This is an optimization exercise on Yosys and OpenROAD, whose aim is small area and a short achievable clock period, not a production implementation.
Only simulation tests tie the RTL to the original design; equivalence was not proved.

[design/flow/config.mk]
export PLATFORM = sky130hd
export DESIGN_NAME = memi_bch79
export DESIGN_NICKNAME = memi_bch79
export VERILOG_FILES = /design/flow/design.v
export SDC_FILE = /design/flow/constraint.sdc
export NUM_CORES = 4
export LEC_CHECK = 0
export CAP_MARGIN = 20
export CORE_MARGIN = 2
export CORE_UTILIZATION = 40
export SLEW_MARGIN = 20
[design/flow/constraint.sdc]
create_clock -name core_clock -period 20.0 [get_ports {clk}]
set_input_delay 4.0000 -clock core_clock [delete_from_list [all_inputs] [get_ports {clk}]]
set_output_delay 4.0000 -clock core_clock [all_outputs]
set_load 0.01 [all_outputs]
[design/flow/design.v]
module memi_bch79 (
    input  wire        clk,
    input  wire        rst_n,
    input  wire        enc_valid,
    input  wire [63:0] enc_data,
    output reg         enc_out_valid,
    output reg  [78:0] enc_code,
    input  wire        dec_valid,
    input  wire [78:0] dec_code,
    output reg         dec_out_valid,
    output reg  [63:0] dec_data,
    output reg  [1:0]  dec_status
);
    function [6:0] gf_mul;
        input [6:0] a;
        input [6:0] b;
        integer k;
        reg [6:0] acc;
        reg [6:0] sh;
        begin
            acc = 7'd0;
            sh  = a;
            for (k = 0; k < 7; k = k + 1) begin
                if (b[k]) acc = acc ^ sh;
                sh = {sh[5:0], 1'b0} ^ (sh[6] ? 7'h09 : 7'h00);
            end
            gf_mul = acc;
        end
    endfunction
    wire [13:0] enc_chk;
    assign enc_chk[0] = ^(enc_data & 64'h2a2d78a6784ee361);
    assign enc_chk[1] = ^(enc_data & 64'h7e7789ea88d325a3);
    assign enc_chk[2] = ^(enc_data & 64'hd6c26b7369e8a827);
    assign enc_chk[3] = ^(enc_data & 64'had84d6e6d3d1504e);
    assign enc_chk[4] = ^(enc_data & 64'h7124d56bdfec43fd);
    assign enc_chk[5] = ^(enc_data & 64'hc864d271c796649b);
    assign enc_chk[6] = ^(enc_data & 64'hbae4dc45f7622a57);
    assign enc_chk[7] = ^(enc_data & 64'h75c9b88beec454ae);
    assign enc_chk[8] = ^(enc_data & 64'hc1be09b1a5c64a3d);
    assign enc_chk[9] = ^(enc_data & 64'ha9516bc533c2771b);
    assign enc_chk[10] = ^(enc_data & 64'h52a2d78a6784ee36);
    assign enc_chk[11] = ^(enc_data & 64'ha545af14cf09dc6c);
    assign enc_chk[12] = ^(enc_data & 64'h4a8b5e299e13b8d8);
    assign enc_chk[13] = ^(enc_data & 64'h9516bc533c2771b0);
    wire enc_par = ^(enc_data & 64'he61b2862283a5edf);
    always @(posedge clk) begin
        enc_out_valid <= rst_n & enc_valid;
        enc_code      <= {enc_par, enc_chk, enc_data};
    end
    wire [6:0] s1_c, s3_c;
    assign s1_c[0] = ^(dec_code & 79'h881faa16f3959836ba3);
    assign s1_c[1] = ^(dec_code & 79'h1102f542de72b306d746);
    assign s1_c[2] = ^(dec_code & 79'h2204ea85bce5660dae8c);
    assign s1_c[3] = ^(dec_code & 79'hc882faa16f3959836ba);
    assign s1_c[4] = ^(dec_code & 79'h19105f542de72b306d74);
    assign s1_c[5] = ^(dec_code & 79'h3220bea85bce5660dae8);
    assign s1_c[6] = ^(dec_code & 79'h24407d50b79cacc1b5d1);
    assign s3_c[0] = ^(dec_code & 79'h6a16c73ae13055a4a79);
    assign s3_c[1] = ^(dec_code & 79'h2130ede8b2f8819b1ceb);
    assign s3_c[2] = ^(dec_code & 79'h2f88d253c8d43fbb7a2c);
    assign s3_c[3] = ^(dec_code & 79'hbe2b494f2350feede8b);
    assign s3_c[4] = ^(dec_code & 79'h23503639d70982ad253c);
    assign s3_c[5] = ^(dec_code & 79'h309876f4597c40cd8e75);
    assign s3_c[6] = ^(dec_code & 79'h17c46929e46a1fddbd16);
    reg        v1;
    reg [63:0] d1;
    reg [6:0]  u_q, s3_q;
    reg        p_q;
    always @(posedge clk) begin
        v1   <= rst_n & dec_valid;
        d1   <= dec_code[63:0];
        u_q  <= s1_c;
        s3_q <= s3_c;
        p_q  <= ^dec_code;
    end
    wire [127:0] u_oh = 128'd1 << u_q;
    wire [6:0] w_inv3;
    assign w_inv3[0] = |(u_oh & 128'h85171f397d3521e1ec0715d9c155d956);
    assign w_inv3[1] = |(u_oh & 128'h77bca8c40edde83cfa9b8fae20590f0);
    assign w_inv3[2] = |(u_oh & 128'hd3d8a3c4b729aac8883ed3b1ef77e000);
    assign w_inv3[3] = |(u_oh & 128'h9d7459fd639529fbdb72e2c062284688);
    assign w_inv3[4] = |(u_oh & 128'h76d02a17ab13d34bf22b331b534913bc);
    assign w_inv3[5] = |(u_oh & 128'h7a55ce6bcde0f5c45424a2b9e9a25f80);
    assign w_inv3[6] = |(u_oh & 128'h4ae285f65b8d65a17edf971ddc8880a0);
    function in_range;
        input [6:0] x;
        begin
            case (x)
                7'd1, 7'd2, 7'd4, 7'd8, 7'd16, 7'd32, 7'd64, 7'd9, 7'd18, 7'd36, 7'd72, 7'd25, 7'd50, 7'd100, 7'd65, 7'd11, 7'd22, 7'd44, 7'd88, 7'd57, 7'd114, 7'd109, 7'd83, 7'd47, 7'd94, 7'd53, 7'd106, 7'd93, 7'd51, 7'd102, 7'd69, 7'd3, 7'd6, 7'd12, 7'd24, 7'd48, 7'd96, 7'd73, 7'd27, 7'd54, 7'd108, 7'd81, 7'd43, 7'd86, 7'd37, 7'd74, 7'd29, 7'd58, 7'd116, 7'd97, 7'd75, 7'd31, 7'd62, 7'd124, 7'd113, 7'd107, 7'd95, 7'd55, 7'd110, 7'd85, 7'd35, 7'd70, 7'd5, 7'd10, 7'd20, 7'd40, 7'd80, 7'd41, 7'd82, 7'd45, 7'd90, 7'd61, 7'd122, 7'd125, 7'd115, 7'd111, 7'd87, 7'd39: in_range = 1'b1;
                default: in_range = 1'b0;
            endcase
        end
    endfunction
    wire [6:0] c_v = gf_mul(s3_q, w_inv3) ^ 7'd1;
    wire       trc = c_v[0];
    wire [6:0] y_v;
    assign y_v[0] = ^(c_v & 7'h0);
    assign y_v[1] = ^(c_v & 7'h5c);
    assign y_v[2] = ^(c_v & 7'h58);
    assign y_v[3] = ^(c_v & 7'h60);
    assign y_v[4] = ^(c_v & 7'h16);
    assign y_v[5] = ^(c_v & 7'h68);
    assign y_v[6] = ^(c_v & 7'h48);
    wire [6:0] x1 = gf_mul(u_q, y_v);
    wire [6:0] x2 = x1 ^ u_q;
    wire       u_nz  = |u_q;
    wire       s3_nz = |s3_q;
    wire       x1_z  = ~|x1;
    wire       in1   = in_range(x1);
    wire       in2   = in_range(x2);
    wire       ok    = u_nz & ~trc & in2 & ((in1 & ~p_q) | x1_z);
    reg [7:0]  lo1, lo2;
    reg [15:0] hi1, hi2;
    integer i;
    always @* begin
        for (i = 0; i < 8; i = i + 1) begin
            lo1[i] = ok & (x1[2:0] == i);
            lo2[i] = ok & (x2[2:0] == i);
        end
        for (i = 0; i < 16; i = i + 1) begin
            hi1[i] = (x1[6:3] == i);
            hi2[i] = (x2[6:3] == i);
        end
    end
    wire [63:0] fix;
    assign fix[0] = (lo1[1] & hi1[8]) | (lo2[1] & hi2[8]);
    assign fix[1] = (lo1[3] & hi1[1]) | (lo2[3] & hi2[1]);
    assign fix[2] = (lo1[6] & hi1[2]) | (lo2[6] & hi2[2]);
    assign fix[3] = (lo1[4] & hi1[5]) | (lo2[4] & hi2[5]);
    assign fix[4] = (lo1[0] & hi1[11]) | (lo2[0] & hi2[11]);
    assign fix[5] = (lo1[1] & hi1[7]) | (lo2[1] & hi2[7]);
    assign fix[6] = (lo1[2] & hi1[14]) | (lo2[2] & hi2[14]);
    assign fix[7] = (lo1[5] & hi1[13]) | (lo2[5] & hi2[13]);
    assign fix[8] = (lo1[3] & hi1[10]) | (lo2[3] & hi2[10]);
    assign fix[9] = (lo1[7] & hi1[5]) | (lo2[7] & hi2[5]);
    assign fix[10] = (lo1[6] & hi1[11]) | (lo2[6] & hi2[11]);
    assign fix[11] = (lo1[5] & hi1[6]) | (lo2[5] & hi2[6]);
    assign fix[12] = (lo1[2] & hi1[13]) | (lo2[2] & hi2[13]);
    assign fix[13] = (lo1[5] & hi1[11]) | (lo2[5] & hi2[11]);
    assign fix[14] = (lo1[3] & hi1[6]) | (lo2[3] & hi2[6]);
    assign fix[15] = (lo1[6] & hi1[12]) | (lo2[6] & hi2[12]);
    assign fix[16] = (lo1[5] & hi1[8]) | (lo2[5] & hi2[8]);
    assign fix[17] = (lo1[3] & hi1[0]) | (lo2[3] & hi2[0]);
    assign fix[18] = (lo1[6] & hi1[0]) | (lo2[6] & hi2[0]);
    assign fix[19] = (lo1[4] & hi1[1]) | (lo2[4] & hi2[1]);
    assign fix[20] = (lo1[0] & hi1[3]) | (lo2[0] & hi2[3]);
    assign fix[21] = (lo1[0] & hi1[6]) | (lo2[0] & hi2[6]);
    assign fix[22] = (lo1[0] & hi1[12]) | (lo2[0] & hi2[12]);
    assign fix[23] = (lo1[1] & hi1[9]) | (lo2[1] & hi2[9]);
    assign fix[24] = (lo1[3] & hi1[3]) | (lo2[3] & hi2[3]);
    assign fix[25] = (lo1[6] & hi1[6]) | (lo2[6] & hi2[6]);
    assign fix[26] = (lo1[4] & hi1[13]) | (lo2[4] & hi2[13]);
    assign fix[27] = (lo1[1] & hi1[10]) | (lo2[1] & hi2[10]);
    assign fix[28] = (lo1[3] & hi1[5]) | (lo2[3] & hi2[5]);
    assign fix[29] = (lo1[6] & hi1[10]) | (lo2[6] & hi2[10]);
    assign fix[30] = (lo1[5] & hi1[4]) | (lo2[5] & hi2[4]);
    assign fix[31] = (lo1[2] & hi1[9]) | (lo2[2] & hi2[9]);
    assign fix[32] = (lo1[5] & hi1[3]) | (lo2[5] & hi2[3]);
    assign fix[33] = (lo1[2] & hi1[7]) | (lo2[2] & hi2[7]);
    assign fix[34] = (lo1[4] & hi1[14]) | (lo2[4] & hi2[14]);
    assign fix[35] = (lo1[1] & hi1[12]) | (lo2[1] & hi2[12]);
    assign fix[36] = (lo1[3] & hi1[9]) | (lo2[3] & hi2[9]);
    assign fix[37] = (lo1[7] & hi1[3]) | (lo2[7] & hi2[3]);
    assign fix[38] = (lo1[6] & hi1[7]) | (lo2[6] & hi2[7]);
    assign fix[39] = (lo1[4] & hi1[15]) | (lo2[4] & hi2[15]);
    assign fix[40] = (lo1[1] & hi1[14]) | (lo2[1] & hi2[14]);
    assign fix[41] = (lo1[3] & hi1[13]) | (lo2[3] & hi2[13]);
    assign fix[42] = (lo1[7] & hi1[11]) | (lo2[7] & hi2[11]);
    assign fix[43] = (lo1[7] & hi1[6]) | (lo2[7] & hi2[6]);
    assign fix[44] = (lo1[6] & hi1[13]) | (lo2[6] & hi2[13]);
    assign fix[45] = (lo1[5] & hi1[10]) | (lo2[5] & hi2[10]);
    assign fix[46] = (lo1[3] & hi1[4]) | (lo2[3] & hi2[4]);
    assign fix[47] = (lo1[6] & hi1[8]) | (lo2[6] & hi2[8]);
    assign fix[48] = (lo1[5] & hi1[0]) | (lo2[5] & hi2[0]);
    assign fix[49] = (lo1[2] & hi1[1]) | (lo2[2] & hi2[1]);
    assign fix[50] = (lo1[4] & hi1[2]) | (lo2[4] & hi2[2]);
    assign fix[51] = (lo1[0] & hi1[5]) | (lo2[0] & hi2[5]);
    assign fix[52] = (lo1[0] & hi1[10]) | (lo2[0] & hi2[10]);
    assign fix[53] = (lo1[1] & hi1[5]) | (lo2[1] & hi2[5]);
    assign fix[54] = (lo1[2] & hi1[10]) | (lo2[2] & hi2[10]);
    assign fix[55] = (lo1[5] & hi1[5]) | (lo2[5] & hi2[5]);
    assign fix[56] = (lo1[2] & hi1[11]) | (lo2[2] & hi2[11]);
    assign fix[57] = (lo1[5] & hi1[7]) | (lo2[5] & hi2[7]);
    assign fix[58] = (lo1[2] & hi1[15]) | (lo2[2] & hi2[15]);
    assign fix[59] = (lo1[5] & hi1[15]) | (lo2[5] & hi2[15]);
    assign fix[60] = (lo1[3] & hi1[14]) | (lo2[3] & hi2[14]);
    assign fix[61] = (lo1[7] & hi1[13]) | (lo2[7] & hi2[13]);
    assign fix[62] = (lo1[7] & hi1[10]) | (lo2[7] & hi2[10]);
    assign fix[63] = (lo1[7] & hi1[4]) | (lo2[7] & hi2[4]);
    reg [1:0] st;
    always @* begin
        if (ok)
            st = (x1_z & p_q) ? 2'd1 : 2'd2;
        else if (!u_nz && !s3_nz)
            st = {1'b0, p_q};
        else
            st = 2'd3;
    end
    always @(posedge clk) begin
        dec_out_valid <= rst_n & v1;
        dec_data      <= d1 ^ fix;
        dec_status    <= st;
    end
endmodule
[design/flow/run.sh]
#!/bin/bash
# synth_recipe.tcl (not shown) runs the flow's synth.tcl, then flattens the netlist and writes it again
# the make line also repeats each setting of config.mk as NAME=value (left out here)
make -C /OpenROAD-flow-scripts/flow DESIGN_CONFIG=/design/flow/config.mk WORK_HOME=/design/flow/orfs CLKGATE_MAP_FILE= SYNTH_SCRIPT=/design/flow/synth_recipe.tcl finish
==> summary.json <==
{
  "cts_repair_resize_count": 0,
  "place.gp.congestion": 0.991,
  "areaGrowthSynthToFinish_pct": 25.2,
  "timing.critical_path.to_type": "flop",
  "mappedNetlistArea_um2": 16500,
  "min_period_over_period_pct": 46.3,
  "drt_drc_violations_left": 0,
  "hp-class": "reg -> reg",
  "r2r-start": "u_q[3]$_DFF_P_",
  "synth_top_cell_area_share_pct": 27.6,
  "boundaryPins": 294,
  "holdPathEnd": "dec_data[35]$_DFF_P_",
  "yosysTopAreaCell": "sky130_fd_sc_hd__dfxtp_1",
  "cts_num_sinks": 227,
  "port_buffers": 293,
  "syn-num-nets": 1952,
  "setup_viol_count_final": 0,
  "clock_insertion_delay_worst_skew_ns": 0.55,
  "cts_tree": "built",
  "firstDrtPassIters": 7,
  "fmaxAchievable_mhz": 108,
  "synth-seq-cells": 227,
  "slew_limit_fails": 0,
  "synth_common_cells": "sky130_fd_sc_hd__xnor2_1 (505), sky130_fd_sc_hd__dfxtp_1 (227), sky130_fd_sc_hd__xor2_1 (149), sky130_fd_sc_hd__nand2_1 (145), sky130_fd_sc_hd__o22ai_1 (69)",
  "maximum_number_of_pins_on_one_net_before_global_route_repair": 71,
  "hold_path.startpoint": "d1[35]$_DFF_P_",
  "register_area_um2": 4550,
  "whs_path_depth": 1,
  "grt.total_usage_pct": 29.0,
  "drtAntennaViolNets": 0,
  "buffer_levels_on_the_longest_clock_path": 3,
  "clkTransAtPathRegs_ns": 0.07,
  "synth.top_cells.by_area": "sky130_fd_sc_hd__dfxtp_1 (28%), sky130_fd_sc_hd__xnor2_1 (27%), sky130_fd_sc_hd__xor2_1 (7.9%)",
  "rrSetupSlack_ns": 10.73,
  "run_status": "complete, no violations",
  "worst_r2r_path_depth": 24,
  "drive_above_1_share_pct": 6.09,
  "area_of_the_multi_input_gates_um2": 11300,
  "drt_iter0_drc": 1700,
  "synth_seq_area_share_pct": 27.6,
  "netlist_instances": 1795,
  "grt_first_pass_wirelength_mm": 92.4,
  "design.die.area_um2": 42800,
  "finalCriticalPeriod_ns": 9.27,
  "synth_enable_flop_cells": 0,
  "synth_async_sr_flop_share_pct": 0,
  "routed_via_density": 5.60,
  "worstPathRequired_ns": 20.47,
  "warnings_synthesis": 1,
  "post_cts_hold_buffer_count": 0,
  "net_count_final": 2191,
  "core_area_um2": 40700,
  "grt_pass1_vias": 14300,
  "wl_per_cell_um": 24.5,
  "overflow": 0,
  "starting_density_of_the_core_pct": 40.4,
  "antenna_violations_before_repair": 1,
  "postCtsSetupBuffers": 0,
  "regToRegEndpoint": "dec_data[32]$_DFF_P_",
  "dpl.cell_count": 2538,
  "core.rowCount": 74,
  "slew-limit-headroom_pct": 26.6,
  "die_x_um": 207,
  "vias": 14500,
  "cts.htree.levels": 1,
  "cts-buffers-inserted": 26,
  "synth.most_common_cell": "sky130_fd_sc_hd__xnor2_1",
  "critical_path_arrival_ns": 9.74,
  "setup.worst_path.start_class": "flop",
  "library_cell_used_as_clock_root_buffer": "sky130_fd_sc_hd__clkbuf_16",
  "unrepaired_setup_endpoints_after_global_routing": "false",
  "synth-main-ff-cell": "sky130_fd_sc_hd__dfxtp_1",
  "worstMarginPinSlew_ns": 1.10,
  "fillers": 3922,
  "clock-skew-final_ns": 0.0132,
  "setup.worst_path.class": "reg -> reg",
  "synth_cell_types": 99,
  "worst-path-max-fanout": 70,
  "num_antenna_cells": 0,
  "hold_viol": 0,
  "dpl.hpwl_mm": 49.8,
  "layoutNonFillerInstCount": 2585,
  "drv_cap": 0,
  "setup-tns-final_ns": 0,
  "die_extent_in_y_um": 207,
  "syn-mean-instance-area_um2": 9.16,
  "finalWirelength_mm": 63.4
}
## worst max-delay path by stage
stage | from | to | slack, ns | cells after the start
after detailed placement | u_q[4]$_DFF_P_ | dec_data[13]$_DFF_P_ | 10.97 | 24
final | u_q[3]$_DFF_P_ | dec_data[32]$_DFF_P_ | 10.73 | 24
after floorplan | u_q[4]$_DFF_P_ | dec_data[55]$_DFF_P_ | 13.32 | 29
after global routing | u_q[3]$_DFF_P_ | dec_data[32]$_DFF_P_ | 10.08 | 23
after global placement | u_q[3]$_DFF_P_ | dec_data[59]$_DFF_P_ | 11.01 | 25
after CTS | u_q[3]$_DFF_P_ | dec_data[32]$_DFF_P_ | 10.89 | 25
## placed cells by master (no fill, tap or decap), types with 8 or more instances in the layout
master | synthesis | routed
sky130_fd_sc_hd__nor3_1 | 23 | 23
sky130_fd_sc_hd__o22ai_1 | 69 | 69
sky130_fd_sc_hd__o32ai_1 | 13 | 13
sky130_fd_sc_hd__clkbuf_16 | 0 | 26
sky130_fd_sc_hd__nor2b_1 | 18 | 18
sky130_fd_sc_hd__buf_4 | 8 | 9
sky130_fd_sc_hd__xnor3_1 | 22 | 22
sky130_fd_sc_hd__nand3_1 | 32 | 32
sky130_fd_sc_hd__xor2_1 | 149 | 149
sky130_fd_sc_hd__nand4_1 | 16 | 16
sky130_fd_sc_hd__nand3b_1 | 10 | 10
sky130_fd_sc_hd__nand2b_1 | 38 | 38
sky130_fd_sc_hd__a211oi_1 | 13 | 13
sky130_fd_sc_hd__xnor2_2 | 9 | 9
sky130_fd_sc_hd__nor4_1 | 18 | 18
sky130_fd_sc_hd__or3_1 | 9 | 9
sky130_fd_sc_hd__nand2_1 | 145 | 145
sky130_fd_sc_hd__and3_1 | 10 | 10
sky130_fd_sc_hd__clkdlybuf4s50_1 | 0 | 293
sky130_fd_sc_hd__and2_1 | 13 | 13
sky130_fd_sc_hd__o21ai_0 | 31 | 31
sky130_fd_sc_hd__nor2_1 | 66 | 66
sky130_fd_sc_hd__a21oi_1 | 34 | 34
sky130_fd_sc_hd__o221ai_1 | 8 | 8
sky130_fd_sc_hd__mux2i_1 | 14 | 14
sky130_fd_sc_hd__xnor2_1 | 505 | 505
sky130_fd_sc_hd__o31ai_1 | 8 | 8
sky130_fd_sc_hd__ha_1 | 10 | 10
sky130_fd_sc_hd__inv_1 | 18 | 18
sky130_fd_sc_hd__dfxtp_1 | 227 | 221
## through the flow
stage                     hold slack, ns  area [um2]  util (%)  setup slack, ns
after floorplan                    0.406       16500         -            13.32
after global placement             0.413       19600      48.2            11.01
after detailed placement           0.416       19600      48.2            10.97
after CTS                          0.426       20600      50.5            10.89
after global routing               0.428       20600      50.5            10.08
final                              0.422       20600      50.5            10.73
## worst max-delay path: stages, from the launching register on
cell                        delay [ns]
sky130_fd_sc_hd__dfxtp_2          0.31
sky130_fd_sc_hd__buf_4            0.53
sky130_fd_sc_hd__nand2b_1         0.53
sky130_fd_sc_hd__nand4_1          0.24
sky130_fd_sc_hd__o31ai_1          0.10
sky130_fd_sc_hd__a2111oi_0        0.65
sky130_fd_sc_hd__or4b_1           0.79
sky130_fd_sc_hd__nand2b_1         0.29
sky130_fd_sc_hd__o21ai_0          0.12
sky130_fd_sc_hd__a21oi_1          0.12
sky130_fd_sc_hd__xnor3_1          0.52
sky130_fd_sc_hd__xnor2_4          0.45
sky130_fd_sc_hd__xor2_1           0.50
sky130_fd_sc_hd__o221a_2          0.32
sky130_fd_sc_hd__xnor3_1          0.39
sky130_fd_sc_hd__inv_1            0.23
sky130_fd_sc_hd__ha_1             0.29
sky130_fd_sc_hd__or3_1            0.37
sky130_fd_sc_hd__o2111ai_1        0.09
sky130_fd_sc_hd__o2111ai_1        0.15
sky130_fd_sc_hd__a211oi_2         0.87
sky130_fd_sc_hd__nor4b_4          0.41
sky130_fd_sc_hd__nand2_1          0.35
sky130_fd_sc_hd__o22ai_1          0.32
sky130_fd_sc_hd__xor2_1           0.18
## layer usage
metal | GRT usage [%] | wire length, um | vias up
li1 | - | - | 6646
met1 | 42.2 | 27900 | 6866
met2 | 44.0 | 27600 | 861
met3 | 5.07 | 6240 | 114
met4 | 8.00 | 1680 | 0
met5 | 0 | 0 | -
## kinds of logic after synthesis
family                   count (synthesis)  synth area share [%]
XOR/XNOR                               692                  39.7
AND/OR/NAND/NOR                        458                  14.9
AO/OA/AOI/OAI                          275                  12.4
flip-flops                             227                  27.6
buffers and inverters                  114                  3.43
multiplexers                            19                  1.19
adder cells (fa/ha/maj)                 10                 0.761
## area by class of cell
type | count | area share (%)
clock inverters | 16 | 1.18
well taps | 532 | 3.23
inverters | 23 | 0.419
clock buffers | 31 | 3.40
repair buffers | 302 | 14.6
multi-input cells | 1454 | 55.1
flip-flops and latches | 227 | 22.1
## flip-flops by register name, summed over array words and instances, names as in the netlist, 2 cells and up
register,flops
dec_status,2
u_q,7
enc_code,79
dec_data,64
d1,64
s3_q,7

-- static timing again, ports no longer ideal --
The flow's constraints put no driver on any port. The routed layout listed below was extracted and timed again, unchanged, in two steps. Step 1: set_driving_cell puts a clkbuf_16 on clk and a buf_2 on each other input, an assumption about the parent block. Step 2 also shifts input and output timing later by t, the mid clock arrival at the registers, as if the neighbouring blocks saw the same clock. Slacks: no drivers / after step 1 / after step 2; pairs: no drivers / after step 1.
shift t [ns]: 0.599
setup WS [ns]: 10.735 / 10.735 / 10.735
latest minus earliest clock arrival (ns): 0.014 / 0.015
worst slew at a driven data input, ns: 0.06
After both steps this run still meets setup and hold. For this run, drivers alone change the setup slack by 0.000 ns; drivers and shift together by 0.000 ns.
